What follows belongs to an exercise in optimizing a design on an open flow for small area, a short achievable clock period and few clock cycles per item; a production flow would make more cautious choices.
Function was not checked in any run shown here: the RTL went through the layout flow alone.

## config.mk

```make
export PLATFORM = sky130hd
export DESIGN_NAME = keyhash
export DESIGN_NICKNAME = keyhash
export VERILOG_FILES = /design/flow/design.v
export SDC_FILE = /design/flow/constraint.sdc
export NUM_CORES = 4
export LEC_CHECK = 0
export CAP_MARGIN = 20
export CORE_MARGIN = 2
export CORE_UTILIZATION = 40
export PLACE_DENSITY = 0.6
export SLEW_MARGIN = 20
```

## constraint.sdc

```tcl
create_clock -name core_clock -period 15.0 [get_ports {clk}]
set_input_delay 3.0000 -clock core_clock [delete_from_list [all_inputs] [get_ports {clk}]]
set_output_delay 3.0000 -clock core_clock [all_outputs]
set_load 0.01 [all_outputs]
```

## design.v

```verilog
module keyhash (
    input  wire        clk,
    input  wire        rst_n,
    input  wire        req_valid,
    output wire        req_ready,
    input  wire [7:0]  req_ns,
    input  wire [7:0]  req_len,      
    input  wire        key_valid,
    output wire        key_ready,
    input  wire [31:0] key_data,
    output reg         res_valid,
    output reg  [63:0] res_hash,
    output reg  [15:0] res_fp
);
    localparam [31:0] IV0 = 32'h6a09e667, IV1 = 32'hbb67ae85,
                      IV2 = 32'h3c6ef372, IV3 = 32'ha54ff53a,
                      IV4 = 32'h510e527f, IV5 = 32'h9b05688c,
                      IV6 = 32'h1f83d9ab, IV7 = 32'h5be0cd19;
    localparam [1:0] P_RUN = 2'd0, P_B1 = 2'd1, P_B2 = 2'd2;
    reg [1:0]   ph;
    reg [5:0]   kc;           
    reg         act;          
    reg         last;         
    reg [31:0]  a, b, c, d, e, f, g, h;
    reg [31:0]  p, q;         
    reg [31:0]  W [0:15];     
    reg [31:0]  R  [0:3];     
    reg [31:0]  RE [0:3];     
    reg         fvalid;
    reg [7:0]   fns;
    reg [7:0]   fml;          
    reg [1:0]   fnb;          
    reg [5:0]   fg;           
    reg [5:0]   fkw;          
    reg [31:0]  ir;           
    reg         irv;
    reg [7:0]   carry;        
    reg [31:0] kk;
    always @(*) begin
        case (kc)
            6'd0:  kk = 32'h428a2f98; 6'd1:  kk = 32'h71374491;
            6'd2:  kk = 32'hb5c0fbcf; 6'd3:  kk = 32'he9b5dba5;
            6'd4:  kk = 32'h3956c25b; 6'd5:  kk = 32'h59f111f1;
            6'd6:  kk = 32'h923f82a4; 6'd7:  kk = 32'hab1c5ed5;
            6'd8:  kk = 32'hd807aa98; 6'd9:  kk = 32'h12835b01;
            6'd10: kk = 32'h243185be; 6'd11: kk = 32'h550c7dc3;
            6'd12: kk = 32'h72be5d74; 6'd13: kk = 32'h80deb1fe;
            6'd14: kk = 32'h9bdc06a7; 6'd15: kk = 32'hc19bf174;
            6'd16: kk = 32'he49b69c1; 6'd17: kk = 32'hefbe4786;
            6'd18: kk = 32'h0fc19dc6; 6'd19: kk = 32'h240ca1cc;
            6'd20: kk = 32'h2de92c6f; 6'd21: kk = 32'h4a7484aa;
            6'd22: kk = 32'h5cb0a9dc; 6'd23: kk = 32'h76f988da;
            6'd24: kk = 32'h983e5152; 6'd25: kk = 32'ha831c66d;
            6'd26: kk = 32'hb00327c8; 6'd27: kk = 32'hbf597fc7;
            6'd28: kk = 32'hc6e00bf3; 6'd29: kk = 32'hd5a79147;
            6'd30: kk = 32'h06ca6351; 6'd31: kk = 32'h14292967;
            6'd32: kk = 32'h27b70a85; 6'd33: kk = 32'h2e1b2138;
            6'd34: kk = 32'h4d2c6dfc; 6'd35: kk = 32'h53380d13;
            6'd36: kk = 32'h650a7354; 6'd37: kk = 32'h766a0abb;
            6'd38: kk = 32'h81c2c92e; 6'd39: kk = 32'h92722c85;
            6'd40: kk = 32'ha2bfe8a1; 6'd41: kk = 32'ha81a664b;
            6'd42: kk = 32'hc24b8b70; 6'd43: kk = 32'hc76c51a3;
            6'd44: kk = 32'hd192e819; 6'd45: kk = 32'hd6990624;
            6'd46: kk = 32'hf40e3585; 6'd47: kk = 32'h106aa070;
            6'd48: kk = 32'h19a4c116; 6'd49: kk = 32'h1e376c08;
            6'd50: kk = 32'h2748774c; 6'd51: kk = 32'h34b0bcb5;
            6'd52: kk = 32'h391c0cb3; 6'd53: kk = 32'h4ed8aa4a;
            6'd54: kk = 32'h5b9cca4f; 6'd55: kk = 32'h682e6ff3;
            6'd56: kk = 32'h748f82ee; 6'd57: kk = 32'h78a5636f;
            6'd58: kk = 32'h84c87814; 6'd59: kk = 32'h8cc70208;
            6'd60: kk = 32'h90befffa; 6'd61: kk = 32'ha4506ceb;
            6'd62: kk = 32'hbef9a3f7; default: kk = 32'hc67178f2;
        endcase
    end
    wire [5:0] mw    = fml[7:2];
    wire [1:0] mb    = fml[1:0];
    wire       w_lt  = (fg < mw);
    wire       w_eq  = (fg == mw);
    wire       w_len = (fg == {fnb, 4'hf});
    wire       kneed = ({fg, 2'b01} < {2'b00, fml});    
    wire [7:0] b0src = (fg == 6'd0) ? fns : carry;
    reg [31:0] msg;
    integer qq;
    always @(*) begin
        for (qq = 0; qq < 4; qq = qq + 1) begin
            if (w_lt || (w_eq && qq[1:0] < mb))
                msg[31-8*qq -: 8] = (qq == 0) ? b0src : ir[39-8*qq -: 8];
            else if (w_eq && qq[1:0] == mb)
                msg[31-8*qq -: 8] = 8'h80;
            else
                msg[31-8*qq -: 8] = 8'h00;
        end
        if (w_len)
            msg = {16'd0, 5'd0, fml, 3'd0};
    end
    wire in_load = (ph == P_RUN) && (kc <= 6'd14) && (kc != 6'd0);
    wire sf      = ((ph == P_B1) && fvalid) || (ph == P_B2) || in_load;
    wire adv     = !(sf && kneed && !irv);
    wire consume = sf && kneed;           
    wire ring_en = act && (((ph == P_RUN) && (kc == 6'd62 || kc == 6'd63 || kc == 6'd0))
                           || (ph == P_B1));
    wire cont    = act && !last;          
    wire nk      = !cont;                 
    assign req_ready = !fvalid;
    assign key_ready = fvalid && (fkw != 6'd0) && (!irv || consume);
    wire req_hs = req_valid && !fvalid;
    wire key_hs = key_valid && key_ready;
    function [31:0] rotr(input [31:0] x, input integer n);
        rotr = (x >> n) | (x << (32 - n));
    endfunction
    wire [31:0] S1 = rotr(e, 6) ^ rotr(e, 11) ^ rotr(e, 25);
    wire [31:0] S0 = rotr(a, 2) ^ rotr(a, 13) ^ rotr(a, 22);
    wire [31:0] CH = (e & f) ^ (~e & g);
    wire [31:0] MJ = (a & b) ^ (a & c) ^ (b & c);
    wire [31:0] e_s  = q ^ S1 ^ CH;
    wire [31:0] e_c  = ((q & S1) | (q & CH) | (S1 & CH)) << 1;
    wire [31:0] e_n  = e_s + e_c;
    wire [31:0] t_s  = p ^ S1 ^ CH;
    wire [31:0] t_c  = ((p & S1) | (p & CH) | (S1 & CH)) << 1;
    wire [31:0] u_s  = t_s ^ t_c ^ S0;
    wire [31:0] u_c  = ((t_s & t_c) | (t_s & S0) | (t_c & S0)) << 1;
    wire [31:0] v_s  = u_s ^ u_c ^ MJ;
    wire [31:0] v_c  = ((u_s & u_c) | (u_s & MJ) | (u_c & MJ)) << 1;
    wire [31:0] a_n  = v_s + v_c;
    wire [31:0] w14 = W[14], w1 = W[1];
    wire [31:0] ss1 = rotr(w14, 17) ^ rotr(w14, 19) ^ (w14 >> 10);
    wire [31:0] ss0 = rotr(w1, 7) ^ rotr(w1, 18) ^ (w1 >> 3);
    wire [31:0] wn  = ss1 + W[9] + ss0 + W[0];
    wire [31:0] w_in = sf ? msg : wn;
    wire [31:0] p_n = g + kk + W[15];
    wire [31:0] q_n = c + g + kk + W[15];
    wire [31:0] ra = R[0] + a;        
    wire [31:0] re = RE[0] + e;
    integer i;
    always @(posedge clk) begin
        res_hash <= {ra, R[3]};
        res_fp   <= R[2][31:16];
        if (adv) begin
            for (i = 0; i < 15; i = i + 1)
                W[i] <= W[i+1];
            W[15] <= w_in;
            p <= p_n;
            q <= q_n;
            case (ph)
                P_RUN: begin
                    a <= a_n; b <= a; c <= b; d <= c;
                    e <= e_n; f <= e; g <= f; h <= g;
                end
                P_B1: begin
                    a <= nk ? IV1 : R[3];  b <= nk ? IV2 : R[2];
                    c <= nk ? IV3 : R[1];  d <= c;
                    e <= nk ? IV5 : RE[3]; f <= nk ? IV6 : RE[2];
                    g <= nk ? IV7 : RE[1]; h <= g;
                end
                default: begin
                    a <= R[3];  b <= a; c <= b; d <= c;
                    e <= RE[3]; f <= e; g <= f; h <= g;
                end
            endcase
            if ((ph == P_B1) && nk) begin
                R[0] <= IV3;  R[1] <= IV2;  R[2] <= IV1;  R[3] <= IV0;
                RE[0] <= IV7; RE[1] <= IV6; RE[2] <= IV5; RE[3] <= IV4;
            end else if (ring_en) begin
                R[0] <= R[1];   R[1] <= R[2];   R[2] <= R[3];   R[3] <= ra;
                RE[0] <= RE[1]; RE[1] <= RE[2]; RE[2] <= RE[3]; RE[3] <= re;
            end
        end
        if (key_hs)
            ir <= key_data;
        if (adv && consume)
            carry <= ir[7:0];
        if (req_hs) begin
            fns <= req_ns;
            fml <= req_len + 8'd1;
            fnb <= (req_len + 8'd9) >> 6;
        end
    end
    always @(posedge clk) begin
        if (!rst_n) begin
            ph        <= P_B1;
            kc        <= 6'd0;
            act       <= 1'b0;
            fvalid    <= 1'b0;
            irv       <= 1'b0;
            res_valid <= 1'b0;
        end else begin
            res_valid <= 1'b0;
            if (adv) begin
                case (ph)
                    P_RUN: begin
                        kc <= kc + 6'd1;
                        if (kc == 6'd0)
                            ph <= P_B1;
                    end
                    P_B1: begin
                        kc <= 6'd0;
                        res_valid <= act && last;
                        if (fvalid) begin
                            ph   <= P_B2;
                            act  <= 1'b1;
                            last <= (fg[5:4] == fnb);
                        end else begin
                            act  <= 1'b0;
                        end
                    end
                    default: begin
                        kc <= 6'd1;
                        ph <= P_RUN;
                    end
                endcase
            end
            if (req_hs) begin
                fvalid <= 1'b1;
                fg     <= 6'd0;
                fkw    <= (req_len + 8'd3) >> 2;
            end else if (sf && adv) begin
                fg <= fg + 6'd1;
                if (w_len)
                    fvalid <= 1'b0;
            end
            if (key_hs)
                fkw <= fkw - 6'd1;
            if (key_hs)
                irv <= 1'b1;
            else if (adv && consume)
                irv <= 1'b0;
        end
    end
endmodule
```

## run.sh

```bash
#!/bin/bash
# synth_recipe.tcl (not shown) runs the flow's synth.tcl, then flattens the netlist and writes it again
# the make line also repeats each setting of config.mk as NAME=value (left out here)
make -C /OpenROAD-flow-scripts/flow DESIGN_CONFIG=/design/flow/config.mk WORK_HOME=/design/flow/orfs CLKGATE_MAP_FILE= SYNTH_SCRIPT=/design/flow/synth_recipe.tcl finish
```

==> run summary, run 1 <==
DRC marker count from the first detailed-route iteration=about 4200; H-tree depth=4; worst setup path class=in2reg; area growth from synthesis to layout=12.7%; HPWL after DPL=140000 um; setup repair after global routing missed its margin=no; total non-filler cell area in the finished layout=roughly 72000 um2; number of clock sinks=between 1000 and 1500; Max Cap Violations=0; Port-buffer cells=approximately 130; number of max-slew violations in the final report=0; total I/O pin count=about 140; Post-CTS Setup Inserts=0; adder and majority cell fraction of the synthesized area=14.1%; number of hold buffers added after cts=0; CP max stage delay=approximately 1 ns; vias after detailed routing=between 40000 and 50000; cells after synthesis=between 5000 and 6000; CTS tree=done; Congestion Overflow GR=0; wire length of the first global-routing pass=approximately 280000 um; top cell family by delay on the critical path=buffers and inverters; antenna violations before repair=6; final worst path period share=roughly 46%; main combinational cell family by area after synthesis=adder cells; Skew-Pair Late Insertion Delay=between 0.7 and 0.8 ns; detailed-route wire length=about 190000 um; Top FF cell, synth=edfxtp_1; Post-route DRC=0; Synth Net Count=5595; fraction of the yosys area taken by sequential cells=between 50% and 60%; Crit Reg-Reg Endpoint=a[29]; core region area=approximately 160000 um2; horizontal extent of the die=about 400 um; register clock-pin slew on the reported worst setup and hold paths=approximately 0.060 ns; compound-cell area share of the yosys netlist=12.2%; clock tree root driver cell=clkbuf_16; post-synthesis sequential element count=roughly 1200; number of enable flip-flop cells after synthesis=1095; worst reg-to-reg path cell count=20; flop-to-flop setup slack=about 8.6 ns; number of nets in the final layout=~5700; height of the chip=a little over 400 um; highest-count cells in the layout ignoring fill and taps=edfxtp_1, xnor2_1, inv_1; async set-or-reset flop fraction in the synthesized netlist=0%; router iterations before antenna repair=5; Final Critical Period=6.94 ns; Arr. time, crit path=~7.6 ns; TritonCTS buffer count=about 140; post-detailed-placement cell area=67600 um2; setup_tns=0 ns; WP data required=15.66 ns; number of stages on the worst hold path=0; sum of buffers and inverters on the critical path=5; clock tree buffer depth=3; multiplexer fraction of the synthesized cell area=less than 1%; worst clock skew on the final layout=0.0395 ns; total routing resource utilization after global routing=23.5%; pin count of the biggest net entering global routing=approximately 170; CP max stage cell=clkdlybuf4s50_1; number of nets with antenna violations after detailed routing=0; number of gates resized after CTS=0; via count of the first global-routing pass=between 40000 and 50000; startpoint of the most critical register-to-register path=e[12]; slew at the pin closest to its max-slew limit=around 1.2 ns; DR WL/cell=about 26 um; Worst Path Max Fanout=63; min-delay src=R[3][11]; last weighted congestion value of the routability-driven placer=~0.95; post-synthesis share of cell area spent on xor and xnor gates=5.74%; standard-cell rows=between 100 and 150; capture endpoint of the worst hold path=res_hash[11]; run status=timing/DRC/antenna clean; kind of launch point of the worst setup path=input port; yosys synthesis warning count=4; summed instance area of the synthesized netlist=between 60000 and 70000 um2; share of synthesized cell area in and, or, nand and nor gates=8.58%; Worst slew margin=between 15 and 20%; Hold/Removal Path Class=reg2reg; number of unique standard cell types used by synthesis=93; kind of capture point of the worst setup path=flop; crit-path cells=clkdlybuf4s50_1 > clkinv_1 > nor3_1 > o41ai_1 > and2_2 > buf_4 > inv_2 > buf_4 > o21ai_1 > o21ai_1 > o22ai_1 > a222oi_1; final hold vios=0; Initial Util=about two fifths; maximum clock frequency=144 MHz; final setup vio count=0; leading cell type in the layout, fill and taps excluded=edfxtp_1; mean cell area of the mapped netlist=between 10 and 15 um2; die footprint=around 160000 um2; fraction of layout instances using a drive strength above 1=between 6 and 7%; via density per instance=approximately 5.6
synth_stat cells (all sizes together) (117+ instances only):
cell type	n	area, um2
dfxtp	124	2480
nand2	214	813
o21ai	220	1100
clkbuf	193	724
edfxtp	1095	32900
nand2b	144	901
a21oi	257	1290
inv	301	1130
ha	248	3100
fa	282	5650
and2	117	732
xnor2	322	2820
nor2	252	951
per-stage QoR:
step           hold WS (ns)  utilization, %  cells  setup slack, ns
3_5_place_dp          0.346            42.6   7051             7.37
6_report              0.362            45.5   7309             8.06
2_1_floorplan         0.339               -   5013            0.204
4_1_cts               0.367            45.5   7306             8.17
3_3_place_gp          0.344            42.6   7051             7.34
5_1_grt               0.378            45.5   7306             7.76
registers in the layout, indices dropped and copies added (netlist names), 64 cells and up:
register,flops
res_hash,64
W,512
R,128
RE,128
worst max path at each step:
stage	startpoint	to	slack, ns	depth (start not counted)
3_3_place_gp	rst_n	kk[0]	7.34	12
6_report	rst_n	kk[0]	8.06	12
5_1_grt	rst_n	kk[0]	7.76	12
3_5_place_dp	rst_n	kk[0]	7.37	12
2_1_floorplan	fg[4]	kk[16]	0.20	16
4_1_cts	rst_n	kk[0]	8.17	12
final cells by class:
type                            count  area (um2)
Multi-Input combinational cell   3260       26700
Tap cell                         2072        2590
Sequential cell                  1219       35400
Clock buffer                      177        3840
Fill cell                       14200       86500
Antenna cell                        3        7.51
Timing Repair Buffer              197        1830
Clock inverter                     78         767
Inverter                          303        1140
metal layers:
| layer | up-vias | track usage (%) | wire, um |
|---|---|---|---|
| li1 | 18600 | - | - |
| met3 | 284 | 3.50 | 11400 |
| met2 | 1450 | 37.0 | 88600 |
| met5 | - | 0 | 13 |
| met4 | 2 | 8.60 | 7110 |
| met1 | 20700 | 33.0 | 84300 |
cell families after synthesis:
logic type,after synthesis
buffers and inverters,534
XOR/XNOR,420
AND/OR/NAND/NOR,1081
multiplexers,53
AO/OA/AOI/OAI,1146
flip-flops,1219
adder cells (fa/ha/maj),560
==> run 2, diff against run 1 <==
--- a/design.v
+++ b/design.v
@@ -9,8 +9,8 @@
     output wire        key_ready,
     input  wire [31:0] key_data,
     output reg         res_valid,
-    output reg  [63:0] res_hash,
-    output reg  [15:0] res_fp
+    output wire [63:0] res_hash,
+    output wire [15:0] res_fp
 );
     localparam [31:0] IV0 = 32'h6a09e667, IV1 = 32'hbb67ae85,
                       IV2 = 32'h3c6ef372, IV3 = 32'ha54ff53a,
@@ -22,7 +22,10 @@
     reg         act;          
     reg         last;         
     reg [31:0]  a, b, c, d, e, f, g, h;
-    reg [31:0]  p, q;         
+    reg [31:0]  p;            
+    reg         ld;           
+    reg         rg;           
+    reg         nkq;          
     reg [31:0]  W [0:15];     
     reg [31:0]  R  [0:3];     
     reg [31:0]  RE [0:3];     
@@ -32,6 +35,8 @@
     reg [1:0]   fnb;          
     reg [5:0]   fg;           
     reg [5:0]   fkw;          
+    reg         kwl;          
+    reg         kn;           
     reg [31:0]  ir;           
     reg         irv;
     reg [7:0]   carry;        
@@ -77,7 +82,7 @@
     wire       w_lt  = (fg < mw);
     wire       w_eq  = (fg == mw);
     wire       w_len = (fg == {fnb, 4'hf});
-    wire       kneed = ({fg, 2'b01} < {2'b00, fml});    
+    wire [5:0] fg1   = fg + 6'd1;
     wire [7:0] b0src = (fg == 6'd0) ? fns : carry;
     reg [31:0] msg;
     integer qq;
@@ -93,18 +98,21 @@
         if (w_len)
             msg = {16'd0, 5'd0, fml, 3'd0};
     end
-    wire in_load = (ph == P_RUN) && (kc <= 6'd14) && (kc != 6'd0);
-    wire sf      = ((ph == P_B1) && fvalid) || (ph == P_B2) || in_load;
-    wire adv     = !(sf && kneed && !irv);
-    wire consume = sf && kneed;           
-    wire ring_en = act && (((ph == P_RUN) && (kc == 6'd62 || kc == 6'd63 || kc == 6'd0))
-                           || (ph == P_B1));
+    wire phB1    = (ph == P_B1);
+    wire phB2    = (ph == P_B2);
+    wire phRUN   = (ph == P_RUN);
+    wire sf      = (phB1 && fvalid) || phB2 || ld;
+    wire consume = sf && kn;              
+    wire adv     = !(consume && !irv);
+    wire ring_en = act && (rg || phB1);
     wire cont    = act && !last;          
     wire nk      = !cont;                 
     assign req_ready = !fvalid;
-    assign key_ready = fvalid && (fkw != 6'd0) && (!irv || consume);
+    assign key_ready = fvalid && kwl && (!irv || consume);
     wire req_hs = req_valid && !fvalid;
     wire key_hs = key_valid && key_ready;
+    assign res_hash = {R[3], R[2]};
+    assign res_fp   = R[1][31:16];
     function [31:0] rotr(input [31:0] x, input integer n);
         rotr = (x >> n) | (x << (32 - n));
     endfunction
@@ -112,11 +120,11 @@
     wire [31:0] S0 = rotr(a, 2) ^ rotr(a, 13) ^ rotr(a, 22);
     wire [31:0] CH = (e & f) ^ (~e & g);
     wire [31:0] MJ = (a & b) ^ (a & c) ^ (b & c);
-    wire [31:0] e_s  = q ^ S1 ^ CH;
-    wire [31:0] e_c  = ((q & S1) | (q & CH) | (S1 & CH)) << 1;
-    wire [31:0] e_n  = e_s + e_c;
     wire [31:0] t_s  = p ^ S1 ^ CH;
     wire [31:0] t_c  = ((p & S1) | (p & CH) | (S1 & CH)) << 1;
+    wire [31:0] x_s  = t_s ^ t_c ^ d;
+    wire [31:0] x_c  = ((t_s & t_c) | (t_s & d) | (t_c & d)) << 1;
+    wire [31:0] e_n  = x_s + x_c;
     wire [31:0] u_s  = t_s ^ t_c ^ S0;
     wire [31:0] u_c  = ((t_s & t_c) | (t_s & S0) | (t_c & S0)) << 1;
     wire [31:0] v_s  = u_s ^ u_c ^ MJ;
@@ -128,36 +136,29 @@
     wire [31:0] wn  = ss1 + W[9] + ss0 + W[0];
     wire [31:0] w_in = sf ? msg : wn;
     wire [31:0] p_n = g + kk + W[15];
-    wire [31:0] q_n = c + g + kk + W[15];
     wire [31:0] ra = R[0] + a;        
     wire [31:0] re = RE[0] + e;
     integer i;
     always @(posedge clk) begin
-        res_hash <= {ra, R[3]};
-        res_fp   <= R[2][31:16];
         if (adv) begin
             for (i = 0; i < 15; i = i + 1)
                 W[i] <= W[i+1];
             W[15] <= w_in;
             p <= p_n;
-            q <= q_n;
-            case (ph)
-                P_RUN: begin
-                    a <= a_n; b <= a; c <= b; d <= c;
-                    e <= e_n; f <= e; g <= f; h <= g;
-                end
-                P_B1: begin
-                    a <= nk ? IV1 : R[3];  b <= nk ? IV2 : R[2];
-                    c <= nk ? IV3 : R[1];  d <= c;
-                    e <= nk ? IV5 : RE[3]; f <= nk ? IV6 : RE[2];
-                    g <= nk ? IV7 : RE[1]; h <= g;
-                end
-                default: begin
-                    a <= R[3];  b <= a; c <= b; d <= c;
-                    e <= RE[3]; f <= e; g <= f; h <= g;
-                end
-            endcase
-            if ((ph == P_B1) && nk) begin
+            nkq <= nk;
+            if (phRUN) begin
+                a <= a_n; b <= a; c <= b; d <= c;
+                e <= e_n; f <= e; g <= f; h <= g;
+            end else if (phB1) begin
+                a <= nk ? IV1 : R[3];  b <= nk ? IV2 : R[2];
+                c <= nk ? IV3 : R[1];  d <= c;
+                e <= nk ? IV5 : RE[3]; f <= nk ? IV6 : RE[2];
+                g <= nk ? IV7 : RE[1]; h <= g;
+            end else begin
+                a <= nkq ? IV0 : R[3];  b <= a; c <= b; d <= c;
+                e <= nkq ? IV4 : RE[3]; f <= e; g <= f; h <= g;
+            end
+            if (phB2 && nkq) begin
                 R[0] <= IV3;  R[1] <= IV2;  R[2] <= IV1;  R[3] <= IV0;
                 RE[0] <= IV7; RE[1] <= IV6; RE[2] <= IV5; RE[3] <= IV4;
             end else if (ring_en) begin
@@ -176,10 +177,20 @@
         end
     end
     always @(posedge clk) begin
+        if (adv) begin
+            case (ph)
+                P_RUN: kc <= kc + 6'd1;
+                P_B1:  kc <= 6'd0;
+                default: kc <= 6'd1;
+            endcase
+            if (phB1 && fvalid)
+                last <= (fg[5:4] == fnb);
+        end
         if (!rst_n) begin
             ph        <= P_B1;
-            kc        <= 6'd0;
             act       <= 1'b0;
+            ld        <= 1'b0;
+            rg        <= 1'b0;
             fvalid    <= 1'b0;
             irv       <= 1'b0;
             res_valid <= 1'b0;
@@ -188,23 +199,22 @@
             if (adv) begin
                 case (ph)
                     P_RUN: begin
-                        kc <= kc + 6'd1;
+                        ld <= (kc < 6'd14) && (kc != 6'd0);
+                        rg <= (kc == 6'd61) || (kc == 6'd62) || (kc == 6'd63);
                         if (kc == 6'd0)
                             ph <= P_B1;
                     end
                     P_B1: begin
-                        kc <= 6'd0;
                         res_valid <= act && last;
                         if (fvalid) begin
                             ph   <= P_B2;
                             act  <= 1'b1;
-                            last <= (fg[5:4] == fnb);
                         end else begin
                             act  <= 1'b0;
                         end
                     end
                     default: begin
-                        kc <= 6'd1;
+                        ld <= 1'b1;
                         ph <= P_RUN;
                     end
                 endcase
@@ -212,14 +222,20 @@
             if (req_hs) begin
                 fvalid <= 1'b1;
                 fg     <= 6'd0;
-                fkw    <= (req_len + 8'd3) >> 2;
+                kn     <= (req_len != 8'd0);
             end else if (sf && adv) begin
-                fg <= fg + 6'd1;
+                fg <= fg1;
+                kn <= ({fg1, 2'b01} < {2'b00, fml});
                 if (w_len)
                     fvalid <= 1'b0;
             end
-            if (key_hs)
+            if (req_hs) begin
+                fkw <= (req_len + 8'd3) >> 2;
+                kwl <= (req_len != 8'd0);
+            end else if (key_hs) begin
                 fkw <= fkw - 6'd1;
+                kwl <= (fkw != 6'd1);
+            end
             if (key_hs)
                 irv <= 1'b1;
             else if (adv && consume)
--- a/config.mk
+++ b/config.mk
@@ -5,8 +5,10 @@
 export SDC_FILE = /design/flow/constraint.sdc
 export NUM_CORES = 4
 export LEC_CHECK = 0
+export ABC_CLOCK_PERIOD_IN_PS = 4500
 export CAP_MARGIN = 20
 export CORE_MARGIN = 2
 export CORE_UTILIZATION = 40
 export PLACE_DENSITY = 0.6
+export SETUP_SLACK_MARGIN = 5
 export SLEW_MARGIN = 20
==> run 2 against run 1 <==
Sequential share of layout area is 1.8 points higher. Wire length fell by 15%. Largest cell class unchanged. Still clean. Clock skew up 0.036 ns. Critical path depth decreased by 5. Final cell count down 7.0%. Via count shrank 9.1%. First-iteration DRC count is 11% lower.
==> run summary, run 2 <==
antenna violations before repair=3 (-3); Skew-Pair Late Insertion Delay=0.78 ns (about the same); summed instance area of the synthesized netlist=59900 um2 (-6.5%); worst slack after detailed placement=8.97 ns (+1.60 ns); post-synthesis sequential element count=1144 (-6.2%); Post-route DRC=0 (unchanged); min-delay src=W[6][3]; clock tree buffer depth=3 (unchanged); count of fill cells added during filler insertion=13500 (-4.6%); Regs by FF count=W (512), RE (128), R (128); Port-buffer cells=134 (unchanged); wire length of the first global-routing pass=241000 um (-14%); Arr. time, crit path=3.33 ns (-4.27 ns); number of clock sinks=1144 (-6.2%); Worst slew margin=16.7% (+0.59 points); number of nets in the final layout=5245 (-8.0%); area share of the largest cell type after synthesis=55.3% (+4.0 points); die footprint=153000 um2 (-6.4%); standard-cell rows=142 (-2.7%); HPWL after DPL=116000 um (-17%); CP max stage cell=dfxtp_1; Congestion Overflow GR=0 (unchanged); worst clock skew on the final layout=0.0759 ns (+0.0365 ns); smallest setup slack after layout=8.67 ns (+0.615 ns); number of enable flip-flop cells after synthesis=1104 (+0.82%); horizontal extent of the die=391 um (-3.3%); Worst Path Max Fanout=36 (-43%); height of the chip=391 um (-3.3%); mean cell area of the mapped netlist=12.8 um2 (about the same); run status=timing/DRC/antenna clean; flop-to-flop setup slack=8.79 ns (+0.24 ns); total routing resource utilization after global routing=21.3% (-2.2 points); setup_tns=0 ns (unchanged); crit-path cells=nor2b_1 > or3_1 > buf_4 > nand2_1 > nand2_1 > and3_1 > clkdlybuf4s50_1; setup repair after global routing missed its margin=no; TritonCTS buffer count=120 (-14%); slew at the pin closest to its max-slew limit=1.25 ns (+0.000189 ns); CP dominant cell by count=nand2_1; number of hold buffers added after cts=0 (unchanged); register clock-pin slew on the reported worst setup and hold paths=0.06 ns (about the same); largest area contributor in the netlist=edfxtp_1; register name with the most flops=W; Max Cap Violations=0 (unchanged); vias after detailed routing=37300 (-9.1%); last weighted congestion value of the routability-driven placer=0.949 (-0.21%); number of nets with antenna violations after detailed routing=0 (unchanged); clock tree root driver cell=clkbuf_16; cells after synthesis=4690 (-6.4%); Top FF cell, synth=edfxtp_1; fraction of the yosys area taken by sequential cells=56.7% (+1.5 points); number of max-slew violations in the final report=0 (unchanged); WP data required=12.00 ns (-3.66 ns); async set-or-reset flop fraction in the synthesized netlist=0% (unchanged); Hold/Removal Path Class=reg2reg; final worst path period share=42.2% (-4.1 points); main area contributors after synthesis=edfxtp_1, fa_1, ha_1; worst reg-to-reg path cell count=20 (unchanged); fraction of layout instances using a drive strength above 1=6.33% (-0.19 points); kind of capture point of the worst setup path=primary output; H-tree depth=3 (-1); yosys synthesis warning count=4 (unchanged); flip-flop count of the largest register after layout=512 (unchanged); final setup vio count=0 (unchanged); via count of the first global-routing pass=36500 (-11%); worst setup path class=reg2out; Synth Net Count=5186 (-7.3%); number of gates resized after CTS=0 (unchanged); pin count of the biggest net entering global routing=199 (+19%); number of unique standard cell types used by synthesis=100 (+7.5%); Initial Util=40.1% (-0.21 points); core region area=149000 um2 (-6.0%); final hold vios=0 (unchanged); Final Critical Period=6.33 ns (-0.615 ns); detailed-route wire length=164000 um (-15%); router iterations before antenna repair=5 (unchanged); DRC marker count from the first detailed-route iteration=3695 (-11%); Post-CTS Setup Inserts=0 (unchanged); Commonest cells post-synth=edfxtp_1, inv_1, xnor2_1, a21oi_1, ha_1; number of diodes=0 (-3); CTS tree=done; leading cell type in the layout, fill and taps excluded=edfxtp_1; highest-count cells in the layout ignoring fill and taps=edfxtp_1, inv_1, xnor2_1; startpoint of the most critical register-to-register path=e[26]; number of stages on the worst hold path=0 (unchanged); CP max stage delay=0.57 ns (-0.44 ns); maximum clock frequency=158 MHz (+9.7%); most frequently used cell type in the post-synthesis netlist=edfxtp_1; kind of launch point of the worst setup path=flop; total I/O pin count=135 (unchanged); DR WL/cell=24.1 um (-8.0%); area growth from synthesis to layout=11.7%; via density per instance=5.48 (-2.2%); worst setup path start=ph[1]
-- run 2: changes by cell type after synthesis, sizes merged, moves of 23 or more --
cell	before	now
ha	248	225
dfxtp	124	40
inv	301	387
buf	38	68
nor3	94	51
mux2	0	28
mux2i	53	16
xor2	98	127
nor2	252	211
fa	282	219
-- run 2: area by class of cell --
cell class | instances | area (um2) | share of cell area, %
multi-input combinational | 2914 | 23500 | 35.1
clock inverter | 71 | 691 | 1.03
clock buffer | 152 | 3140 | 4.70
sequential | 1144 | 34000 | 50.7
inverter | 387 | 1470 | 2.20
tap | 1944 | 2430 | 3.63
timing repair buffer | 182 | 1720 | 2.58
-- run 2: path summary, 6_finish.rpt --
check                                  to
worst max register to register      a[31]
worst max-delay path            key_ready
worst min-delay path              W[5][3]
worst min register to register    W[5][3]
-- run 2: routing by layer --
metal | GRT usage [%] | vias up | share of wire, %
li1 | - | 17000 | -
met1 | 29.8 | 18900 | 44
met2 | 34.6 | 1202 | 48
met3 | 3.05 | 206 | 6.2
met4 | 5.94 | 0 | 2.5
met5 | 0 | - | 0
-- run 2: critical path, delay by kind of cell (launching register included) --
kind | cells | cell delay [ns]
buffers and inverters | 2 | 0.90
flip-flops | 1 | 0.57
AND/OR/NAND/NOR | 5 | 1.09
-- run 2: metrics by stage --
stage               cell area, um2  util (%)  hold slack, ns  cells
finish                       66900      44.8           0.364   6794
global route                 66900      44.8           0.354   6794
CTS                          66900      44.8           0.346   6793
detailed placement           63100      42.3           0.405   6570
global placement             63100      42.3           0.400   6570
floorplan                    59900         -           0.400   4690
-- run 2: cell families after synthesis --
family	count (synthesis)	share of synthesized area, %
buffers and inverters	632	4.22
xor gates and xnor gates	436	6.37
AOI/OAI and AO/OA	1051	11.8
adders and majority gates	475	12.5
muxes	44	0.794
and+or+nand+nor	908	7.60
DFF	1144	56.7
==> run 3, diff against run 2 <==
==> flow/run.sh (new file) <==
#!/bin/bash
# Standard layout, with timing repair aimed at a 5 ns period (the SDC is unchanged).
set -euo pipefail
bash standard.sh SETUP_SLACK_MARGIN=10 finish > standard_finish.log 2>&1
==> standard.sh (new file) <==
#!/bin/bash
# synth_recipe.tcl (not shown) runs the flow's synth.tcl, then flattens the netlist and writes it again
# the make line also repeats each setting of config.mk as NAME=value (left out here)
make -C /OpenROAD-flow-scripts/flow DESIGN_CONFIG=/design/flow/config.mk WORK_HOME=/design/flow/orfs CLKGATE_MAP_FILE= SYNTH_SCRIPT=/design/flow/synth_recipe.tcl "${@:-finish}"
--- a/config.mk
+++ b/config.mk
@@ -10,5 +10,4 @@
 export CORE_MARGIN = 2
 export CORE_UTILIZATION = 40
 export PLACE_DENSITY = 0.6
-export SETUP_SLACK_MARGIN = 5
 export SLEW_MARGIN = 20
removed: run.sh
==> run 3 against run 2 <==
Still clean on timing, DRC and antenna. Clock skew is 0.028 ns lower. First-iteration DRC count grew 0.60%. Global-route usage about the same. Final cell count up 1.6%. Die area unchanged. Count of clock-buffer cells in the layout grew 13. Critical path type unchanged. Critical endpoint unchanged. Highest routed layer is now met5.
==> run summary, run 3 <==
register name with the most flops=W; Skew-Pair Late Insertion Delay=0.78 ns (about the same); final non-filler cell total=6902 (+1.6%); Congestion Overflow GR=0 (unchanged); core region area=149000 um2 (unchanged); worst setup path start=ph[1]; number of enable flip-flop cells after synthesis=1104 (unchanged); pin count of the biggest net entering global routing=199 (unchanged); final hold vios=0 (unchanged); fraction of the yosys area taken by sequential cells=56.7% (unchanged); post-synthesis sequential element count=1144 (unchanged); detailed-route wire length=165000 um (+0.79%); Port-buffer cells=134 (unchanged); fraction of layout instances using a drive strength above 1=10.3% (+4.0 points); highest-count cells in the layout ignoring fill and taps=edfxtp_1, inv_1, xnor2_1; Synth Net Count=5186 (unchanged); flip-flop count of the largest register after layout=512 (unchanged); Initial Util=40.1% (unchanged); Max Cap Violations=0 (unchanged); number of stages on the worst hold path=0 (unchanged); Worst setup endpoint=key_ready; Worst slew margin=19.9% (+3.2 points); HPWL after DPL=115000 um (-1.1%); setup repair after global routing missed its margin=yes; final setup vio count=0 (unchanged); antenna violations before repair=4 (+1); via count of the first global-routing pass=37200 (+2.0%); Crit Reg-Reg Endpoint=a[29]; async set-or-reset flop fraction in the synthesized netlist=0% (unchanged); worst reg-to-reg path cell count=19 (-5.0%); Cells after DPL=6570 (unchanged); Arr. time, crit path=2.23 ns (-1.10 ns); startpoint of the most critical register-to-register path=e[12]; H-tree depth=4 (+1); number of nets in the final layout=5352 (+2.0%); yosys synthesis warning count=4 (unchanged); leading cell type in the layout, fill and taps excluded=edfxtp_1; DRC marker count from the first detailed-route iteration=3717 (+0.60%); horizontal extent of the die=391 um (unchanged); setup_tns=0 ns (unchanged); global-route track usage on met3=3.49% (+0.44 points); standard-cell rows=142 (unchanged); Regs by FF count=W (512), RE (128), R (128); DR WL/cell=23.9 um (-0.79%); Top FF cell, synth=edfxtp_1; kind of capture point of the worst setup path=primary output; router iterations before antenna repair=6 (+1); Post-route DRC=0 (unchanged); number of max-slew violations in the final report=0 (unchanged); number of nets with antenna violations after detailed routing=0 (unchanged); via density per instance=5.51 (+0.40%); final worst path period share=34.8% (-7.4 points); WP data required=12.00 ns (about the same); largest area contributor in the netlist=edfxtp_1; busiest metal layer after global routing=met2; Final Critical Period=5.23 ns (-1.10 ns); vias after detailed routing=38000 (+2.0%); run status=timing/DRC/antenna clean; main area contributors after synthesis=edfxtp_1, fa_1, ha_1; cells after synthesis=4690 (unchanged); Commonest cells post-synth=edfxtp_1, inv_1, xnor2_1, a21oi_1, ha_1; worst setup path class=reg2out; Hold/Removal Path Class=reg2reg; number of clock sinks=1144 (unchanged); area share of the largest cell type after synthesis=55.3% (unchanged); Worst Path Max Fanout=4 (-89%); clock tree buffer depth=3 (unchanged); clock tree root driver cell=clkbuf_16; GR Layer Usage met1=29.5% (-0.26 points); kind of launch point of the worst setup path=flop; mean cell area of the mapped netlist=12.8 um2 (unchanged); total I/O pin count=135 (unchanged); number of hold buffers added after cts=0 (unchanged); maximum clock frequency=191 MHz (+21%); area growth from synthesis to layout=14.9%; met2 layer usage reported by global route=34.7% (+0.13 points); summed instance area of the synthesized netlist=59900 um2 (unchanged); die footprint=153000 um2 (unchanged); height of the chip=391 um (unchanged); slew at the pin closest to its max-slew limit=1.20 ns (-0.0505 ns); number of diodes=0 (unchanged); worst clock skew on the final layout=0.0475 ns (-0.0285 ns); CTS tree=done; register clock-pin slew on the reported worst setup and hold paths=0.06 ns (about the same); TritonCTS buffer count=130 (+8.3%); flop-to-flop setup slack=9.83 ns (+1.04 ns); wire length of the first global-routing pass=242000 um (+0.41%); total routing resource utilization after global routing=21.3% (about the same); most frequently used cell type in the post-synthesis netlist=edfxtp_1; last weighted congestion value of the routability-driven placer=0.982 (+3.5%); number of unique standard cell types used by synthesis=100 (unchanged)
## run 3: how the worst min path moves through the flow
stage / start / endpoint / slack, ns
5_1_grt: W[12][7] / W[11][7] / 0.40
2_1_floorplan: W[11][0] / W[10][0] / 0.40
6_report: W[8][4] / W[7][4] / 0.40
3_5_place_dp: W[11][11] / W[10][11] / 0.40
3_3_place_gp: W[7][22] / W[6][22] / 0.40
4_1_cts: W[3][2] / W[2][2] / 0.39
## run 3: cell families after synthesis
family                     share of synthesized area [%]
adders and majority gates                           12.5
and+or+nand+nor                                     7.60
AOI/OAI and AO/OA                                   11.8
muxes                                              0.794
xor gates and xnor gates                            6.37
buffers and inverters                               4.22
DFF                                                 56.7
## run 3: timing repair
| action | 4_1_cts | 5_1_grt |
|---|---|---|
| pin swaps | 28 | 32 |
| endpoints found under the setup margin | 29 | 30 |
| resized for setup | 88 | 59 |
| buffers inserted | 68 | 29 |
| hold endpoints to repair | 0 | 0 |
| gates cloned | 1 | 0 |
## run 3: final cells by class
class	count	area (um2)
clock buffers	165	3450
flip-flops and latches	1144	34000
multi-input cells	2914	24200
inverters	387	1470
repair buffers	279	2530
well taps	1944	2430
fillers	13300	80400
clock inverters	69	781
## run 3: metrics by stage
step / hold WS (ns) / util (%) / setup slack (ns) / area, um2
final: 0.397 / 46.1 / 9.77 / 68800
after global routing: 0.404 / 46.1 / 9.62 / 68800
after CTS: 0.395 / 45.7 / 9.73 / 68300
after detailed placement: 0.405 / 42.3 / 9.20 / 63100
after global placement: 0.400 / 42.3 / 9.23 / 63100
after floorplan: 0.400 / - / 9.20 / 60000
## run 3: layer usage
metal | share of wire (%) | up-vias
met5 | 0.013 | -
met4 | 2.4 | 4
met3 | 6.5 | 221
met2 | 48 | 1334
met1 | 43 | 19200
li1 | - | 17200
## run 3: worst max-delay path, cell delays in order, from the launching register on
cell     delay [ns]
dfxtp_4        0.36
and3b_2        0.21
or3_4          0.35
buf_12         0.14
nand2_4        0.06
nand2_2        0.05
and3_4         0.18
buf_6          0.12
==> run 4, diff against run 3 <==
--- a/design.v
+++ b/design.v
@@ -16,16 +16,16 @@
                       IV2 = 32'h3c6ef372, IV3 = 32'ha54ff53a,
                       IV4 = 32'h510e527f, IV5 = 32'h9b05688c,
                       IV6 = 32'h1f83d9ab, IV7 = 32'h5be0cd19;
-    localparam [1:0] P_RUN = 2'd0, P_B1 = 2'd1, P_B2 = 2'd2;
-    reg [1:0]   ph;
+    reg         run;          
+    reg [1:0]   st;           
     reg [5:0]   kc;           
+    reg         ld;           
     reg         act;          
+    reg         first;        
     reg         last;         
+    reg         go;           
     reg [31:0]  a, b, c, d, e, f, g, h;
     reg [31:0]  p;            
-    reg         ld;           
-    reg         rg;           
-    reg         nkq;          
     reg [31:0]  W [0:15];     
     reg [31:0]  R  [0:3];     
     reg [31:0]  RE [0:3];     
@@ -98,15 +98,13 @@
         if (w_len)
             msg = {16'd0, 5'd0, fml, 3'd0};
     end
-    wire phB1    = (ph == P_B1);
-    wire phB2    = (ph == P_B2);
-    wire phRUN   = (ph == P_RUN);
-    wire sf      = (phB1 && fvalid) || phB2 || ld;
+    wire s2      = !run && (st == 2'd2);
+    wire s3      = !run && (st == 2'd3);
+    wire sf      = ld || (s2 && fvalid) || (s3 && go);
     wire consume = sf && kn;              
-    wire adv     = !(consume && !irv);
-    wire ring_en = act && (rg || phB1);
-    wire cont    = act && !last;          
-    wire nk      = !cont;                 
+    wire idle    = !run && (st == 2'd0) && !act && !fvalid;
+    wire adv     = !(consume && !irv) && !idle;
+    wire nk      = !(act && !last);       
     assign req_ready = !fvalid;
     assign key_ready = fvalid && kwl && (!irv || consume);
     wire req_hs = req_valid && !fvalid;
@@ -136,8 +134,17 @@
     wire [31:0] wn  = ss1 + W[9] + ss0 + W[0];
     wire [31:0] w_in = sf ? msg : wn;
     wire [31:0] p_n = g + kk + W[15];
-    wire [31:0] ra = R[0] + a;        
-    wire [31:0] re = RE[0] + e;
+    reg [31:0] iva, ive;
+    always @(*) begin
+        case (st)
+            2'd0: begin iva = IV3; ive = IV7; end
+            2'd1: begin iva = IV2; ive = IV6; end
+            2'd2: begin iva = IV1; ive = IV5; end
+            default: begin iva = IV0; ive = IV4; end
+        endcase
+    end
+    wire [31:0] ra = (first ? iva : R[0]) + d;
+    wire [31:0] re = (first ? ive : RE[0]) + h;
     integer i;
     always @(posedge clk) begin
         if (adv) begin
@@ -145,26 +152,17 @@
                 W[i] <= W[i+1];
             W[15] <= w_in;
             p <= p_n;
-            nkq <= nk;
-            if (phRUN) begin
-                a <= a_n; b <= a; c <= b; d <= c;
-                e <= e_n; f <= e; g <= f; h <= g;
-            end else if (phB1) begin
-                a <= nk ? IV1 : R[3];  b <= nk ? IV2 : R[2];
-                c <= nk ? IV3 : R[1];  d <= c;
-                e <= nk ? IV5 : RE[3]; f <= nk ? IV6 : RE[2];
-                g <= nk ? IV7 : RE[1]; h <= g;
+            if (run) begin
+                a <= a_n;
+                e <= e_n;
             end else begin
-                a <= nkq ? IV0 : R[3];  b <= a; c <= b; d <= c;
-                e <= nkq ? IV4 : RE[3]; f <= e; g <= f; h <= g;
-            end
-            if (phB2 && nkq) begin
-                R[0] <= IV3;  R[1] <= IV2;  R[2] <= IV1;  R[3] <= IV0;
-                RE[0] <= IV7; RE[1] <= IV6; RE[2] <= IV5; RE[3] <= IV4;
-            end else if (ring_en) begin
+                a <= nk ? iva : ra;
+                e <= nk ? ive : re;
                 R[0] <= R[1];   R[1] <= R[2];   R[2] <= R[3];   R[3] <= ra;
                 RE[0] <= RE[1]; RE[1] <= RE[2]; RE[2] <= RE[3]; RE[3] <= re;
             end
+            b <= a; c <= b; d <= c;
+            f <= e; g <= f; h <= g;
         end
         if (key_hs)
             ir <= key_data;
@@ -178,46 +176,40 @@
     end
     always @(posedge clk) begin
         if (adv) begin
-            case (ph)
-                P_RUN: kc <= kc + 6'd1;
-                P_B1:  kc <= 6'd0;
-                default: kc <= 6'd1;
-            endcase
-            if (phB1 && fvalid)
-                last <= (fg[5:4] == fnb);
+            kc <= run ? kc + 6'd1 : {5'd0, s3};
+            if (s2)
+                go <= fvalid;
+            if (s3) begin
+                first <= (fg[5:4] == 2'd0);
+                last  <= (fg[5:4] == fnb);
+            end
         end
         if (!rst_n) begin
-            ph        <= P_B1;
+            run       <= 1'b0;
+            st        <= 2'd0;
             act       <= 1'b0;
             ld        <= 1'b0;
-            rg        <= 1'b0;
             fvalid    <= 1'b0;
             irv       <= 1'b0;
             res_valid <= 1'b0;
         end else begin
             res_valid <= 1'b0;
             if (adv) begin
-                case (ph)
-                    P_RUN: begin
-                        ld <= (kc < 6'd14) && (kc != 6'd0);
-                        rg <= (kc == 6'd61) || (kc == 6'd62) || (kc == 6'd63);
-                        if (kc == 6'd0)
-                            ph <= P_B1;
+                if (run) begin
+                    ld <= (kc < 6'd14) && (kc != 6'd0);
+                    if (kc == 6'd0) begin
+                        run <= 1'b0;
+                        st  <= 2'd0;
                     end
-                    P_B1: begin
+                end else begin
+                    st <= st + 2'd1;
+                    if (s3) begin
                         res_valid <= act && last;
-                        if (fvalid) begin
-                            ph   <= P_B2;
-                            act  <= 1'b1;
-                        end else begin
-                            act  <= 1'b0;
-                        end
+                        act <= go;
+                        run <= go;
+                        ld  <= go;
                     end
-                    default: begin
-                        ld <= 1'b1;
-                        ph <= P_RUN;
-                    end
-                endcase
+                end
             end
             if (req_hs) begin
                 fvalid <= 1'b1;
==> run 4 against run 3 <==
Area after synthesis decreased by 2.4%. Flip-flop and latch count increased by 1. Die area decreased by 2.4%. Largest cell class unchanged. Critical path type is now reg2reg.
==> run summary, run 4 <==
kind of capture point of the worst setup path=flop; horizontal extent of the die=386 um (-1.2%); die footprint=149000 um2 (-2.4%); setup_tns=0 ns (unchanged); worst clock skew on the final layout=0.0756 ns (+0.0281 ns); DRC marker count from the first detailed-route iteration=3731 (+0.38%); fraction of layout instances using a drive strength above 1=12.6% (+2.3 points); number of enable flip-flop cells after synthesis=1137 (+3.0%); highest-count cells in the layout ignoring fill and taps=edfxtp_1, inv_1, xnor2_1; most frequently used cell type in the post-synthesis netlist=edfxtp_1; final worst path period share=33.9% (-0.95 points); CTS tree=done; Port-buffer cells=134 (unchanged); Worst Path Max Fanout=4 (unchanged); Crit Reg-Reg Endpoint=a[28]; slew at the pin closest to its max-slew limit=1.16 ns (-0.0379 ns); pin count of the biggest net entering global routing=185 (-7.0%); Final Critical Period=5.08 ns (-0.143 ns); main area contributors after synthesis=edfxtp_1, fa_1, ha_1; number of nets with antenna violations after detailed routing=0 (unchanged); number of clock sinks=1145 (+0.087%); yosys synthesis warning count=4 (unchanged); number of nets in the final layout=5269 (-1.6%); CP max stage cell=fa_1; clock tree root driver cell=clkbuf_16; Initial Util=40.2% (+0.074 points); post-synthesis sequential element count=1145 (+0.087%); DR WL/cell=25.1 um (+5.1%); height of the chip=386 um (-1.2%); WP data required=15.46 ns (+3.46 ns); async set-or-reset flop fraction in the synthesized netlist=0% (unchanged); final hold vios=0 (unchanged); antenna violations before repair=7 (+3); maximum clock frequency=197 MHz (+2.8%); HPWL after DPL=123000 um (+7.1%); via density per instance=5.43 (-1.4%); area growth from synthesis to layout=17.2%; H-tree depth=3 (-1); kind of launch point of the worst setup path=flop; worst reg-to-reg path cell count=18 (-1); Top FF cell, synth=edfxtp_1; flop-to-flop setup slack=9.92 ns (+0.09 ns); Commonest cells post-synth=edfxtp_1, inv_1, xnor2_1, a21oi_1, nand2_1; fraction of the yosys area taken by sequential cells=58.7% (+2.0 points); Skew-Pair Late Insertion Delay=0.78 ns (about the same); core region area=145000 um2 (-2.6%); cells after synthesis=4489 (-4.3%); register clock-pin slew on the reported worst setup and hold paths=0.06 ns (about the same); Congestion Overflow GR=0 (unchanged); detailed-route wire length=171000 um (+3.4%); number of stages on the worst setup path=18 (+11); Synth Net Count=4988 (-3.8%); Hold/Removal Path Class=reg2reg; worst setup path start=e[27]; leading cell type in the layout, fill and taps excluded=edfxtp_1; standard-cell rows=140 (-1.4%); worst setup path class=reg2reg; top cell family by delay on the critical path=adder cells; Worst setup endpoint=a[28]; last weighted congestion value of the routability-driven placer=0.946 (-3.6%); Arr. time, crit path=5.54 ns (+3.31 ns); area of the multi-input gates=22800 um2 (-5.6%); summed instance area of the synthesized netlist=58500 um2 (-2.4%); Max Cap Violations=0 (unchanged); vias after detailed routing=36900 (-3.0%); area share of the largest cell type after synthesis=58.4% (+3.1 points); wire length of the first global-routing pass=244000 um (+0.79%); mean cell area of the mapped netlist=13.0 um2 (+2.0%); Regs by FF count=W (512), RE (128), R (128); Worst slew margin=22.1% (+2.2 points); via count of the first global-routing pass=35600 (-4.4%); TritonCTS buffer count=121 (-6.9%); CP max stage delay=0.56 ns (+0.20 ns); number of max-slew violations in the final report=0 (unchanged); router iterations before antenna repair=6 (unchanged); number of diodes=0 (unchanged); largest area contributor in the netlist=edfxtp_1; final setup vio count=0 (unchanged); total I/O pin count=135 (unchanged); clock tree buffer depth=3 (unchanged); startpoint of the most critical register-to-register path=e[27]; count of fill cells added during filler insertion=12900 (-3.2%); total routing resource utilization after global routing=22.6% (+1.2 points); smallest hold slack=0.365 ns (-0.0321 ns); setup repair after global routing missed its margin=yes; sum of buffers and inverters on the critical path=3 (+1); run status=timing/DRC/antenna clean; flip-flop count of the largest register after layout=512 (unchanged); Post-route DRC=0 (unchanged); register name with the most flops=W; number of unique standard cell types used by synthesis=97 (-3.0%); crit-path cells=xnor2_2 > xnor2_2 > fa_1 > inv_2 > fa_1 > inv_1 > fa_2 > ha_4 > a211oi_2 > o21a_1 > o31ai_2 > buf_4 > a22oi_2 > a211oi_2 > a211o_1 > a21oi_2 > xor2_1 > o22ai_1; storage element area=34300 um2 (+1.0%)
[run 4: area by class of cell]
class	count	area share (%)
clock buffers	132	4.48
clock inverters	93	1.46
inverters	505	2.84
multi-input cells	2695	33.3
flip-flops and latches	1145	50.1
well taps	1917	3.50
repair buffers	302	4.32
[run 4: kinds of logic after synthesis]
family          after synthesis  share of synthesized area [%]
xor+xnor                    445                           6.68
flops                      1145                           58.7
compound gates              979                           10.7
buf+inv                     650                           4.28
simple gates                762                           6.09
fa+ha+maj                   478                           12.9
mux                          30                          0.629
[run 4: worst register-to-register path, cell delays in order (launching register included)]
cell	delay, ns
edfxtp_1	0.53
xnor2_2	0.22
xnor2_2	0.18
fa_1	0.56
inv_2	0.07
fa_1	0.47
inv_1	0.05
fa_2	0.56
ha_4	0.21
a211oi_2	0.29
o21a_1	0.24
o31ai_2	0.09
buf_4	0.16
a22oi_2	0.22
a211oi_2	0.16
a211o_1	0.31
a21oi_2	0.15
xor2_1	0.21
o22ai_1	0.12
[run 4: how the worst min path moves through the flow]
stage	to	start	cells past startpoint
final	W[12][0]	W[13][0]	0
after global routing	RE[0][10]	RE[1][10]	0
after CTS	W[12][0]	W[13][0]	0
after detailed placement	RE[0][15]	RE[1][15]	0
after global placement	RE[0][20]	RE[1][20]	0
after floorplan	RE[0][0]	RE[1][0]	0
[run 4: per-layer routing]
layer / GRT usage (%) / wire length, um
met5: 0 / 10
met4: 5.99 / 4230
met3: 4.29 / 13200
met2: 33.7 / 75700
met1: 33.5 / 77400
[run 4: what timing repair did]
item | 4_1_cts | 5_1_grt
setup endpoints to repair | 289 | 48
resized for setup | 181 | 112
gates cloned | 5 | 0
hold buffers | 0 | 0
buffers inserted | 72 | 45
pin swaps | 54 | 65
[run 4: stage by stage]
| step | cells | util, % | area [um2] | setup WS [ns] |
|---|---|---|---|---|
| 2_1_floorplan | 4489 | - | 58500 | 1.24 |
| 3_3_place_gp | 6440 | 42.7 | 62000 | 8.44 |
| 3_5_place_dp | 6440 | 42.7 | 62000 | 8.41 |
| 4_1_cts | 6742 | 46.5 | 67600 | 9.89 |
| 5_1_grt | 6789 | 47.1 | 68500 | 9.81 |
| 6_report | 6789 | 47.1 | 68500 | 9.92 |
==> run 5, diff against run 4 <==
--- a/design.v
+++ b/design.v
@@ -105,9 +105,10 @@
     wire idle    = !run && (st == 2'd0) && !act && !fvalid;
     wire adv     = !(consume && !irv) && !idle;
     wire nk      = !(act && !last);       
-    assign req_ready = !fvalid;
-    assign key_ready = fvalid && kwl && (!irv || consume);
-    wire req_hs = req_valid && !fvalid;
+    reg kr, rr;                           
+    assign req_ready = rr;
+    assign key_ready = kr;
+    wire req_hs = req_valid && rr;
     wire key_hs = key_valid && key_ready;
     assign res_hash = {R[3], R[2]};
     assign res_fp   = R[1][31:16];
@@ -118,15 +119,17 @@
     wire [31:0] S0 = rotr(a, 2) ^ rotr(a, 13) ^ rotr(a, 22);
     wire [31:0] CH = (e & f) ^ (~e & g);
     wire [31:0] MJ = (a & b) ^ (a & c) ^ (b & c);
-    wire [31:0] t_s  = p ^ S1 ^ CH;
-    wire [31:0] t_c  = ((p & S1) | (p & CH) | (S1 & CH)) << 1;
-    wire [31:0] x_s  = t_s ^ t_c ^ d;
-    wire [31:0] x_c  = ((t_s & t_c) | (t_s & d) | (t_c & d)) << 1;
+    wire [31:0] t_s  = p ^ CH ^ d;
+    wire [31:0] t_c  = ((p & CH) | (p & d) | (CH & d)) << 1;
+    wire [31:0] x_s  = t_s ^ t_c ^ S1;
+    wire [31:0] x_c  = ((t_s & t_c) | (t_s & S1) | (t_c & S1)) << 1;
     wire [31:0] e_n  = x_s + x_c;
-    wire [31:0] u_s  = t_s ^ t_c ^ S0;
-    wire [31:0] u_c  = ((t_s & t_c) | (t_s & S0) | (t_c & S0)) << 1;
-    wire [31:0] v_s  = u_s ^ u_c ^ MJ;
-    wire [31:0] v_c  = ((u_s & u_c) | (u_s & MJ) | (u_c & MJ)) << 1;
+    wire [31:0] m_s  = p ^ CH ^ MJ;
+    wire [31:0] m_c  = ((p & CH) | (p & MJ) | (CH & MJ)) << 1;
+    wire [31:0] u_s  = m_s ^ m_c ^ S1;
+    wire [31:0] u_c  = ((m_s & m_c) | (m_s & S1) | (m_c & S1)) << 1;
+    wire [31:0] v_s  = u_s ^ u_c ^ S0;
+    wire [31:0] v_c  = ((u_s & u_c) | (u_s & S0) | (u_c & S0)) << 1;
     wire [31:0] a_n  = v_s + v_c;
     wire [31:0] w14 = W[14], w1 = W[1];
     wire [31:0] ss1 = rotr(w14, 17) ^ rotr(w14, 19) ^ (w14 >> 10);
@@ -174,64 +177,73 @@
             fnb <= (req_len + 8'd9) >> 6;
         end
     end
+    reg       run_n, act_n, ld_n, go_n, fvalid_n, kn_n, kwl_n, irv_n;
+    reg [1:0] st_n;
+    reg [5:0] fg_n, fkw_n;
+    always @(*) begin
+        run_n = run; st_n = st; act_n = act; ld_n = ld; go_n = go;
+        fvalid_n = fvalid; fg_n = fg; kn_n = kn; fkw_n = fkw; kwl_n = kwl;
+        irv_n = irv;
+        if (adv) begin
+            if (run) begin
+                ld_n = (kc < 6'd14) && (kc != 6'd0);
+                if (kc == 6'd0) begin
+                    run_n = 1'b0;
+                    st_n  = 2'd0;
+                end
+            end else begin
+                st_n = st + 2'd1;
+                if (s2)
+                    go_n = fvalid;
+                if (s3) begin
+                    act_n = go;
+                    run_n = go;
+                    ld_n  = go;
+                end
+            end
+        end
+        if (req_hs) begin
+            fvalid_n = 1'b1;
+            fg_n     = 6'd0;
+            kn_n     = (req_len != 8'd0);
+        end else if (sf && adv) begin
+            fg_n = fg1;
+            kn_n = ({fg1, 2'b01} < {2'b00, fml});
+            if (w_len)
+                fvalid_n = 1'b0;
+        end
+        if (req_hs) begin
+            fkw_n = (req_len + 8'd3) >> 2;
+            kwl_n = (req_len != 8'd0);
+        end else if (key_hs) begin
+            fkw_n = fkw - 6'd1;
+            kwl_n = (fkw != 6'd1);
+        end
+        if (key_hs)
+            irv_n = 1'b1;
+        else if (adv && consume)
+            irv_n = 1'b0;
+        if (!rst_n) begin
+            run_n = 1'b0; st_n = 2'd0; act_n = 1'b0; ld_n = 1'b0;
+            fvalid_n = 1'b0; irv_n = 1'b0;
+        end
+    end
+    wire sf_n = ld_n || (!run_n && st_n == 2'd2 && fvalid_n) ||
+                (!run_n && st_n == 2'd3 && go_n);
+    wire kr_n = fvalid_n && kwl_n && (!irv_n || (sf_n && kn_n));
     always @(posedge clk) begin
+        run <= run_n; st <= st_n; act <= act_n; ld <= ld_n; go <= go_n;
+        fvalid <= fvalid_n; fg <= fg_n; kn <= kn_n; fkw <= fkw_n;
+        kwl <= kwl_n; irv <= irv_n;
+        kr <= kr_n;
+        rr <= !fvalid_n;
+        res_valid <= rst_n && adv && s3 && act && last;
         if (adv) begin
             kc <= run ? kc + 6'd1 : {5'd0, s3};
-            if (s2)
-                go <= fvalid;
             if (s3) begin
                 first <= (fg[5:4] == 2'd0);
                 last  <= (fg[5:4] == fnb);
             end
         end
-        if (!rst_n) begin
-            run       <= 1'b0;
-            st        <= 2'd0;
-            act       <= 1'b0;
-            ld        <= 1'b0;
-            fvalid    <= 1'b0;
-            irv       <= 1'b0;
-            res_valid <= 1'b0;
-        end else begin
-            res_valid <= 1'b0;
-            if (adv) begin
-                if (run) begin
-                    ld <= (kc < 6'd14) && (kc != 6'd0);
-                    if (kc == 6'd0) begin
-                        run <= 1'b0;
-                        st  <= 2'd0;
-                    end
-                end else begin
-                    st <= st + 2'd1;
-                    if (s3) begin
-                        res_valid <= act && last;
-                        act <= go;
-                        run <= go;
-                        ld  <= go;
-                    end
-                end
-            end
-            if (req_hs) begin
-                fvalid <= 1'b1;
-                fg     <= 6'd0;
-                kn     <= (req_len != 8'd0);
-            end else if (sf && adv) begin
-                fg <= fg1;
-                kn <= ({fg1, 2'b01} < {2'b00, fml});
-                if (w_len)
-                    fvalid <= 1'b0;
-            end
-            if (req_hs) begin
-                fkw <= (req_len + 8'd3) >> 2;
-                kwl <= (req_len != 8'd0);
-            end else if (key_hs) begin
-                fkw <= fkw - 6'd1;
-                kwl <= (fkw != 6'd1);
-            end
-            if (key_hs)
-                irv <= 1'b1;
-            else if (adv && consume)
-                irv <= 1'b0;
-        end
     end
 endmodule
==> run 5 against run 4 <==
Design area grew 1.3%. Utilization increased by 0.50 points. Still clean on timing, DRC and antenna. Area after synthesis rose by 0.41%.
==> run summary, run 5 <==
run status=timing/DRC/antenna clean; leading cell type in the layout, fill and taps excluded=edfxtp_1; total routing resource utilization after global routing=22.5% (-0.055 points); number of nets with antenna violations after detailed routing=0 (unchanged); via count of the first global-routing pass=35300 (-0.99%); clock tree root driver cell=clkbuf_16; flip-flop count of the largest register after layout=512 (unchanged); Final Critical Period=5.05 ns (-0.0339 ns); via density per instance=5.40 (-0.53%); post-detailed-placement cell area=62300 um2 (+0.44%); largest area contributor in the netlist=edfxtp_1; Port-buffer cells=134 (unchanged); post-synthesis sequential element count=1147 (+0.17%); total non-filler cell area in the finished layout=69400 um2 (+1.3%); smallest setup slack after layout=9.95 ns (+0.0339 ns); area growth from synthesis to layout=18.2%; min-delay src=ir[1]; number of stages on the worst hold path=0 (unchanged); Max Cap Violations=0 (unchanged); Congestion Overflow GR=0 (unchanged); core region area=146000 um2 (+0.24%); CP max stage cell=fa_1; WP data required=15.47 ns (about the same); H-tree depth=3 (unchanged); mean cell area of the mapped netlist=13.1 um2 (+0.53%); maximum clock frequency=198 MHz (+0.67%); Skew-Pair Late Insertion Delay=0.78 ns (about the same); antenna violations before repair=7 (unchanged); standard-cell rows=140 (unchanged); Top FF cell, synth=edfxtp_1; number of enable flip-flop cells after synthesis=1128 (-0.79%); Hold/Removal Path Class=reg2reg; area of the multi-input gates=23500 um2 (+3.2%); main area contributors after synthesis=edfxtp_1, fa_1, ha_1; Arr. time, crit path=5.52 ns (-0.02 ns); number of nets in the final layout=5325 (+1.1%); CP max stage delay=0.49 ns (-0.07 ns); fraction of the yosys area taken by sequential cells=58.3% (-0.33 points); number of unique standard cell types used by synthesis=92 (-5.2%); Initial Util=40.3% (+0.069 points); last weighted congestion value of the routability-driven placer=0.926 (-2.2%); crit-path cells=clkinvlp_4 > buf_6 > ha_4 > nand2b_4 > buf_6 > a21oi_1 > nor3_1 > nor2_4 > fa_1 > inv_1 > ha_4 > and3_4 > nand4_1 > or3_4 > a211oi_4 > o21ai_2 > a21oi_2 > buf_4 > or3_4 > a31oi_4 > xnor2_2; kind of capture point of the worst setup path=flop; yosys synthesis warning count=4 (unchanged); final worst path period share=33.7% (-0.23 points); sum of buffers and inverters on the critical path=5 (+2); Worst slew margin=27.8% (+5.7 points); height of the chip=387 um (+0.20%); highest-count cells in the layout ignoring fill and taps=edfxtp_1, inv_1, xnor2_1; worst slack after detailed placement=8.16 ns (-0.257 ns); clock tree buffer depth=3 (unchanged); top cell family by delay on the critical path=simple AND/OR/NAND/NOR gates; worst reg-to-reg path cell count=21 (+3); horizontal extent of the die=387 um (+0.20%); setup_tns=0 ns (unchanged); capture endpoint of the worst hold path=carry[1]; setup repair after global routing missed its margin=yes; flop-to-flop setup slack=9.95 ns (+0.03 ns); register name with the most flops=W; router iterations before antenna repair=6 (unchanged); DR WL/cell=25.3 um (+0.71%); Post-route DRC=0 (unchanged); async set-or-reset flop fraction in the synthesized netlist=0% (unchanged); final hold vios=0 (unchanged); Commonest cells post-synth=edfxtp_1, inv_1, xnor2_1, a21oi_1, fa_1; CTS tree=done; worst setup path class=reg2reg; Worst Path Max Fanout=7 (+3)
-- run 5: cells by family (layout without fill, tap and decap cells) --
group                      after synthesis  after routing  share of synthesized area, %
adders and majority gates              508            508                          13.9
buffers and inverters                  639           1057                          4.19
AOI/OAI and AO/OA                      943            943                          10.3
muxes                                   24             24                         0.443
other                                    0              2                             0
and+or+nand+nor                        780            780                          6.25
xor gates and xnor gates               443            443                          6.61
DFF                                   1147           1147                          58.3
-- run 5: worst max path at each step --
stage	from	to	slack, ns	depth (start not counted)
finish	kc[0]	p[27]	9.95	21
global route	c[1]	a[17]	9.85	19
CTS	c[1]	a[31]	10.0	19
detailed placement	kc[1]	p[31]	8.16	20
global placement	kc[1]	p[31]	8.16	20
floorplan	kc[1]	p[30]	9.96	24
-- run 5: worst register-to-register path: stages, from the launching register on --
cell and delay, ns:
edfxtp_1 0.41, clkinvlp_4 0.13, buf_6 0.15, ha_4 0.39, nand2b_4 0.22, buf_6 0.12, a21oi_1 0.06, nor3_1 0.37
nor2_4 0.09, fa_1 0.49, inv_1 0.06, ha_4 0.28, and3_4 0.21, nand4_1 0.14, or3_4 0.38, a211oi_4 0.36
o21ai_2 0.15, a21oi_2 0.25, buf_4 0.18, or3_4 0.14, a31oi_4 0.09, xnor2_2 0.15
-- run 5: per-stage QoR --
stage | util (%) | hold slack, ns | std cells
floorplan | - | 0.400 | 4484
global placement | 42.8 | 0.400 | 6445
detailed placement | 42.8 | 0.405 | 6445
CTS | 46.5 | 0.344 | 6741
global route | 47.6 | 0.345 | 6819
finish | 47.6 | 0.347 | 6821
-- run 5: cell type report --
cell class              instances  share of cell area, %
diodes                          2                0.00721
clock buffers                 134                   4.43
clock inverters                96                   1.59
inverters                     505                   2.75
multi-input cells            2698                   33.9
flip-flops and latches       1147                   49.4
well taps                    1917                   3.46
repair buffers                322                   4.48
-- run 5: timing repair --
item                                    CTS  global route
endpoints found under the setup margin   87            41
gates cloned                              4             2
setup buffers                            62            75
pin swaps                                17            96
gates resized for setup                 156           231
hold buffers                              0             0
-- run 5: layer usage --
metal	global-route usage [%]	share of wire [%]	wire length, um	up-vias
li1	-	-	-	16700
met1	33.2	45	77700	18700
met2	34.3	45	77400	1274
met3	4.19	7.4	12700	217
met4	5.61	2.8	4760	4
met5	0	0.013	22	-

==> static timing again, ports no longer ideal <==
The flow's constraints put no driver on any port. The routed layouts listed below were extracted and timed again, unchanged, in two steps. Step 1: set_driving_cell puts a clkbuf_16 on clk and a buf_2 on each other input, an assumption about the parent block. Step 2 times the ports against the registers' clock, not the clock port: input delays grow and output delays shrink by t, the midpoint of the rising clock arrivals with the driver on. Three values: ideal, step 1, step 2; two values: the first two.
run	t (ns)	setup slack, ns	worst setup path at the end	worst slew at a driven data input, ns	cell pins on the clock port's net
run 1	0.859	8.057 / 8.117 / 7.259	input to register	0.14	1
run 2	0.823	8.671 / 8.595 / 8.790	register to register	0.06	1
run 3	0.840	9.774 / 9.691 / 9.830	register to register	0.07	1
run 4	0.815	9.917 / 9.917 / 9.520	input to register	0.05	1
run 5	0.825	9.951 / 9.951 / 9.547	input to register	0.04	1
After both steps every run listed still meets setup and hold. The setup slack of run 1, which loses most, moves by +0.060 ns with the drivers and by -0.798 ns with both steps.
